Background: an optimization exercise with open tools, aiming at small area and a short achievable clock period. Do not read the settings as production practice.
At most, simulation tests tie the RTL to the original design; equivalence was not proved.
Power and IR drop assume default switching activity.

==> v37 <==
Design lw_cv_rx, start of the top module:
module lw_cv_rx (
    input  wire        clk,
    input  wire        rst,
    input  wire [1:0]  cfg_poly,
    input  wire        cfg_refin,
    input  wire        cfg_refout,
    input  wire        cfg_xorout,
    input  wire        cfg_init,
    input  wire        cfg_order,
    input  wire [7:0]  cfg_skip,
    input  wire        in_valid,
    input  wire        in_sop,
    input  wire        in_eop,
    input  wire        in_disc,
    input  wire [3:0]  in_nbytes,
    input  wire [63:0] in_data,
    input  wire        cnt_clr,
    output reg         cv_valid,
    output reg  [1:0]  cv_res,
    output reg  [31:0] cv_last,
    output reg  [31:0] cv_units,
    output reg  [15:0] cv_fail,
    output reg  [15:0] cv_short
);
export LEC_CHECK = 0
export CAP_MARGIN = 20
export CORE_MARGIN = 2
export CORE_UTILIZATION = 30
export PLACE_DENSITY = 0.5
export SLEW_MARGIN = 20
create_clock -name core_clock -period 33.0 [get_ports {clk}]
standard.sh (not shown) runs the stock make flow with config.mk's settings and CLKGATE_MAP_FILE= SYNTH_SCRIPT=/design/flow/synth_recipe.tcl, a recipe that flattens the netlist after the stock synthesis.
==> flow/flow/run.sh <==
#!/bin/bash
# Layout flow: the standard flow (standard.sh) with two changes.
# 1. Synthesis maps the combinational logic with flow/abc_map.script instead of
#    ORFS's abc_speed.script, which restructures the XOR networks into much
#    larger logic. Everything else in synthesis, including the flip-flop
#    mapping, is the standard synthesis (flow/abc_synth.tcl wraps it).
# 2. The port buffers are buf_2 cells rather than the default delay buffers.
# Each tool's output goes to a log file in this folder (synth.log, layout.log)
# besides ORFS's own logs under orfs/logs.
set -euo pipefail
here=$(pwd)
export FLOW_ABC_SCRIPT=$here/flow/abc_map.script
export FLOW_STD_SYNTH=$here/synth_recipe.tcl
extra=(BUFFER_PORTS_ARGS="-buffer_cell sky130_fd_sc_hd__buf_2")
[[ -f flow/params.sh ]] && source flow/params.sh
# same make command as standard.sh, with our synthesis script, for synthesis only
sed -e "s#SYNTH_SCRIPT=[^ ]*#SYNTH_SCRIPT=$here/flow/abc_synth.tcl#" standard.sh > synth_only.sh
bash synth_only.sh synth "${extra[@]}" > synth.log 2>&1
# the rest of the standard flow reuses that synthesis
bash standard.sh finish "${extra[@]}" > layout.log 2>&1
==> flow/flow/abc_map.script <==
strash
dch
amap
topo
buffer -c
stime -c
upsize -c
dnsize -c
==> flow/flow/abc_synth.tcl <==
# The standard flow's synthesis script, but with the combinational logic mapped by
# abc_map.script instead of ORFS's abc_speed.script. Everything else,
# including the flip-flop mapping, is the standard synthesis.
proc abc {args} {
  set i [lsearch -exact $args -script]
  if { $i >= 0 } {
    lset args [expr { $i + 1 }] $::env(FLOW_ABC_SCRIPT)
  }
  yosys abc {*}$args
}
source $::env(FLOW_STD_SYNTH)
==> v34 (differences from v37) <==
--- a/flow/design.v
+++ b/flow/design.v
@@ -554,13 +554,16 @@
     wire [3:0] dskip    = skip_big ? in_nbytes : skip_e[3:0];
     wire [3:0] kcnt     = in_nbytes - dskip;
     wire [7:0] skip_nx  = skip_big ? skip_e - {4'd0, in_nbytes} : 8'd0;
     wire [3:0] cnt_sum  = {1'b0, cnt_e} + kcnt;
     wire [2:0] cnt_nx   = (cnt_sum > 4'd4) ? 3'd4 : cnt_sum[2:0];
     wire       use_init = in_sop | (skip_q != 8'd0);
-    wire [31:0] s_e     = use_init ? (init_e ? sinit(poly_e, dskip) : 32'h0) : s_cur;
+    wire       skip_ge  = (skip_e[7:4] != 4'd0) | (skip_e[3:0] >= in_nbytes);
+    wire [31:0] init_a  = sinit(poly_e, in_nbytes);
+    wire [31:0] init_b  = sinit(poly_e, {1'b0, skip_e[2:0]});
+    wire [31:0] s_e     = use_init ? (init_e ? (skip_ge ? init_a : init_b) : 32'h0) : s_cur;
     reg  [63:0] bdat;
     integer j;
     always @* begin
         for (j = 0; j < 8; j = j + 1)
             bdat[63-8*j -: 8] = (skip_e > j) ? 8'h00 :
                                 (refin_e ? rev8(in_data[8*j +: 8]) : in_data[8*j +: 8]);
@@ -580,13 +583,16 @@
         case (poly_e)
             2'd0, 2'd1: w_e = 3'd4;
             2'd2:       w_e = 3'd2;
             default:    w_e = 3'd1;
         endcase
     end
-    wire is_short = (cnt_nx < w_e);
+    wire [3:0] cnt_all = {1'b0, cnt_e} + in_nbytes;
+    wire [3:0] skip_w  = {1'b0, skip_e[2:0]} + {1'b0, w_e};
+    wire is_short = (skip_e == 8'd0) ? (cnt_all < {1'b0, w_e}) :
+                    ((skip_e[7:3] != 5'd0) | (in_nbytes < skip_w));
     wire [31:0] rbytes = hist_q & wmask;
     wire [7:0]  h0 = refin_q ? rev8(hist_q[7:0])   : hist_q[7:0];
     wire [7:0]  h1 = refin_q ? rev8(hist_q[15:8])  : hist_q[15:8];
     wire [7:0]  h2 = refin_q ? rev8(hist_q[23:16]) : hist_q[23:16];
     wire [7:0]  h3 = refin_q ? rev8(hist_q[31:24]) : hist_q[31:24];
     reg  [31:0] rxval;
==> flow/flow/abc_map.script (replaced) <==
strash
dch
map -D 4000
topo
buffer -c
stime -c
upsize -c
dnsize -c
==> comparison table <==
| metric | v37 | v34 |
|---|---|---|
| Outcome | finished clean | finished clean |
| # diodes | 14 | 0 |
| Clock network area share | 3.24% | 3.13% |
| Fraction of synthesized cell area taken by the top area cell type | 19.4% | 17.6% |
| Vias post-DR | 38,400 | 32,900 |
| Number of cells on the critical path | 25 | 21 |
| Clock insertion delay at the later pin of the skew report | 0.61 ns | 0.57 ns |
| Final weighted congestion in routability-driven placement | 1.15 | 1.11 |
| Area fraction in and, or, nand and nor cells after synthesis | 17.6% | 18.7% |
| Peak supply drop | 0.0387 mV | 0.0345 mV |
| Power share of the clock group | 19.8% | 13.8% |
| Sequential area share after synthesis | 23.0% | 20.7% |
| Number of cells in the design after placement | 5,740 | 5,889 |
No run of this note included a check of the RTL's function; only the layout flow was run.

* * *

==> run a: inputs <==
lw_cv_rx, a different RTL version from the one above (not shown whole).
Settings: LEC_CHECK=0, CAP_MARGIN=20, CORE_MARGIN=2, CORE_UTILIZATION=30, PLACE_DENSITY=0.5, SLEW_MARGIN=20; clock period 33.0 ns.
==> flow/flow/abc_map.script <==
strash
dch
map -D 4000
topo
buffer -c
stime -c
upsize -c
dnsize -c
==> flow/flow/params.sh <==
extra+=(SETUP_SLACK_MARGIN=20.3)
Scripts as last shown in full above: flow/flow/run.sh, flow/flow/abc_synth.tcl
==> inputs of run b, as changes to run a <==
--- a/flow/design.v
+++ b/flow/design.v
@@ -566,21 +566,25 @@
         for (j = 0; j < 8; j = j + 1)
             bdat[63-8*j -: 8] = (skip_e > j) ? 8'h00 :
                                 (refin_e ? rev8(in_data[8*j +: 8]) : in_data[8*j +: 8]);
     end
     wire [2:0]  sh      = {in_nbytes[2] ^ (in_nbytes[1] | in_nbytes[0]),
                            in_nbytes[1] ^ in_nbytes[0], in_nbytes[0]};
     wire [95:0] xv_sh   = {s_e, bdat} >> {sh, 3'b000};
-    wire [95:0] xv_nx   = skip_all ? {64'h0, s_0} : xv_sh;
+    wire [95:0] xv_nx   = ~in_valid ? {64'h0, s_cur} :
+                          skip_all  ? {64'h0, s_0}   : xv_sh;
     wire [31:0] hist_nx;
-    assign hist_nx[7:0]   = xv_sh[7:0];
-    assign hist_nx[15:8]  = (in_nbytes[3:1] != 3'd0) ? xv_sh[15:8] : hist_q[7:0];
-    assign hist_nx[23:16] = (in_nbytes[3:2] != 2'd0 || in_nbytes[1:0] == 2'd3) ? xv_sh[23:16] :
+    assign hist_nx[7:0]   = ~in_valid ? hist_q[7:0] : xv_sh[7:0];
+    assign hist_nx[15:8]  = ~in_valid ? hist_q[15:8] :
+                            (in_nbytes[3:1] != 3'd0) ? xv_sh[15:8] : hist_q[7:0];
+    assign hist_nx[23:16] = ~in_valid ? hist_q[23:16] :
+                            (in_nbytes[3:2] != 2'd0 || in_nbytes[1:0] == 2'd3) ? xv_sh[23:16] :
                             in_nbytes[1] ? hist_q[7:0] : hist_q[15:8];
-    assign hist_nx[31:24] = (in_nbytes[3:2] != 2'd0) ? xv_sh[31:24] :
+    assign hist_nx[31:24] = ~in_valid ? hist_q[31:24] :
+                            (in_nbytes[3:2] != 2'd0) ? xv_sh[31:24] :
                             (in_nbytes[1:0] == 2'd3) ? hist_q[7:0] :
                             in_nbytes[1] ? hist_q[15:8] : hist_q[23:16];
     reg  [2:0]  w_e;
     always @* begin
         case (poly_e)
             2'd0, 2'd1: w_e = 3'd4;
             2'd2:       w_e = 3'd2;
@@ -635,17 +639,17 @@
                 refout_q <= cfg_refout;
                 xorout_q <= cfg_xorout;
                 init_q   <= cfg_init;
                 order_q  <= cfg_order;
             end
             skip_q <= skip_nx;
             cnt_q  <= cnt_nx;
-            xv_q   <= xv_nx;
-            hist_q <= hist_nx;
         end
+        xv_q   <= xv_nx;
+        hist_q <= hist_nx;
     end
     reg         chk_q;           
     reg  [1:0]  res_q;           
     reg  [31:0] last_q;          
     reg  [15:0] fail_q;          
     wire [15:0] fail_inc = (fail_q == 16'hFFFF) ? fail_q : fail_q + 16'd1;
     always @* begin
==> flow/flow/params.sh (replaced) <==
extra+=(SETUP_SLACK_MARGIN=21.3)
==> summary of the runs <==
Against run a, the clock-buffer cell count of run b is higher by 5. Between run a and run b, the lower sequential power is in run b (gap about 4%, measured against run b). Final cell count is about the same in run b and run a. Setup slack: run a is lower than run b (0.97 ns). Sequential cell count is the same in run a and run b. Between run b and run a, the lower final area is in run a (gap 3.6%, measured against run a). In run a the power is larger than in run b, by about 30%. Of run b and run a, run a has the higher global-route usage (gap 0.83 points). Maximum frequency: run b is higher than run a (about 8%). Between run b and run a, the lower combinational power is in run b (gap about 38%, measured against run a). In run b the clock skew is lower than in run a, by 0.014 ns.
==> figures <==
metric	run b	run a
Run status	finished clean	finished clean
Number of synthesized flops with an enable pin	98	194
Clock share of power	0.235	0.178
Footprint of the multi-input gates	24,200 um^2	22,500 um^2
Die area	102,700 um^2	106,200 um^2
All-layer global routing usage	0.3118	0.3201
Slew at the pin with the worst max-slew slack	1.135 ns	1.211 ns
Number of buffers created by CTS	31	30
Xor and xnor area share after synthesis	0.3630	0.3604
Most common flop cell mapped by yosys	sky130_fd_sc_hd__dfxtp_1	sky130_fd_sc_hd__edfxtp_1
Worst vdd ir	0.04500 mV	0.04084 mV
Cell-internal power	0.7712 mW	0.9111 mW
Cell type of the slowest stage on the worst timing path	sky130_fd_sc_hd__xnor2_1	sky130_fd_sc_hd__edfxtp_1
Final worst setup slack	21.25 ns	20.28 ns
Placeable core region	99,710 um^2	103,200 um^2
Vias per cell	5.441	5.314
Share of Yosys cell area claimed by the top area cell type	0.1850	0.1874
Number of global-route vias before repair	28,320	28,140
Floorplan die height	320.5 um	325.9 um
Number of ordinary and repair buffers in the finished layout	342	303
Global-route track usage on met2	0.4577	0.4685
Launching instance or port of the critical path	xv_q[71]$_SDFF_PP0_	xv_q[35]$_SDFFCE_PP0P_
Final Net Count	4,485	4,400
The RTL of run a was laid out without a check of its function.

[re-timing with driven ports]
How much do the figures lean on ideal ports? The routed layouts below were timed once more, with nothing changed but the port constraints. Step 1, drivers: a clkbuf_16 drives clk and a buf_2 each remaining input, both assumed. Step 2 times the ports against the registers' clock, not the clock port: input delays grow and output delays shrink by t, the midpoint of the rising clock arrivals with the driver on. Slacks: ideal / step 1 / step 2; pairs: ideal / step 1.
run | t (ns) | setup WS [ns] | worst hold slack (ns) | latest minus earliest clock arrival (ns) | worst data-port slew with drivers (ns)
v37 | 0.674 | 18.096 / 18.018 / 18.246 | 0.492 / 0.492 / 0.492 | 0.030 / 0.030 | 0.10
v34 | 0.619 | 19.832 / 19.763 / 19.385 | 0.509 / 0.509 / 0.509 | 0.029 / 0.029 | 0.05
run a | 0.680 | 20.281 / 20.212 / 20.774 | 0.466 / 0.466 / 0.466 | 0.064 / 0.064 | 0.06
run b | 0.668 | 21.252 / 21.185 / 20.946 | 0.469 / 0.469 / 0.469 | 0.051 / 0.050 | 0.06
After both steps setup and hold are still met in every run listed. For v34, which loses most, drivers alone change the setup slack by -0.069 ns; drivers and shift together by -0.447 ns.
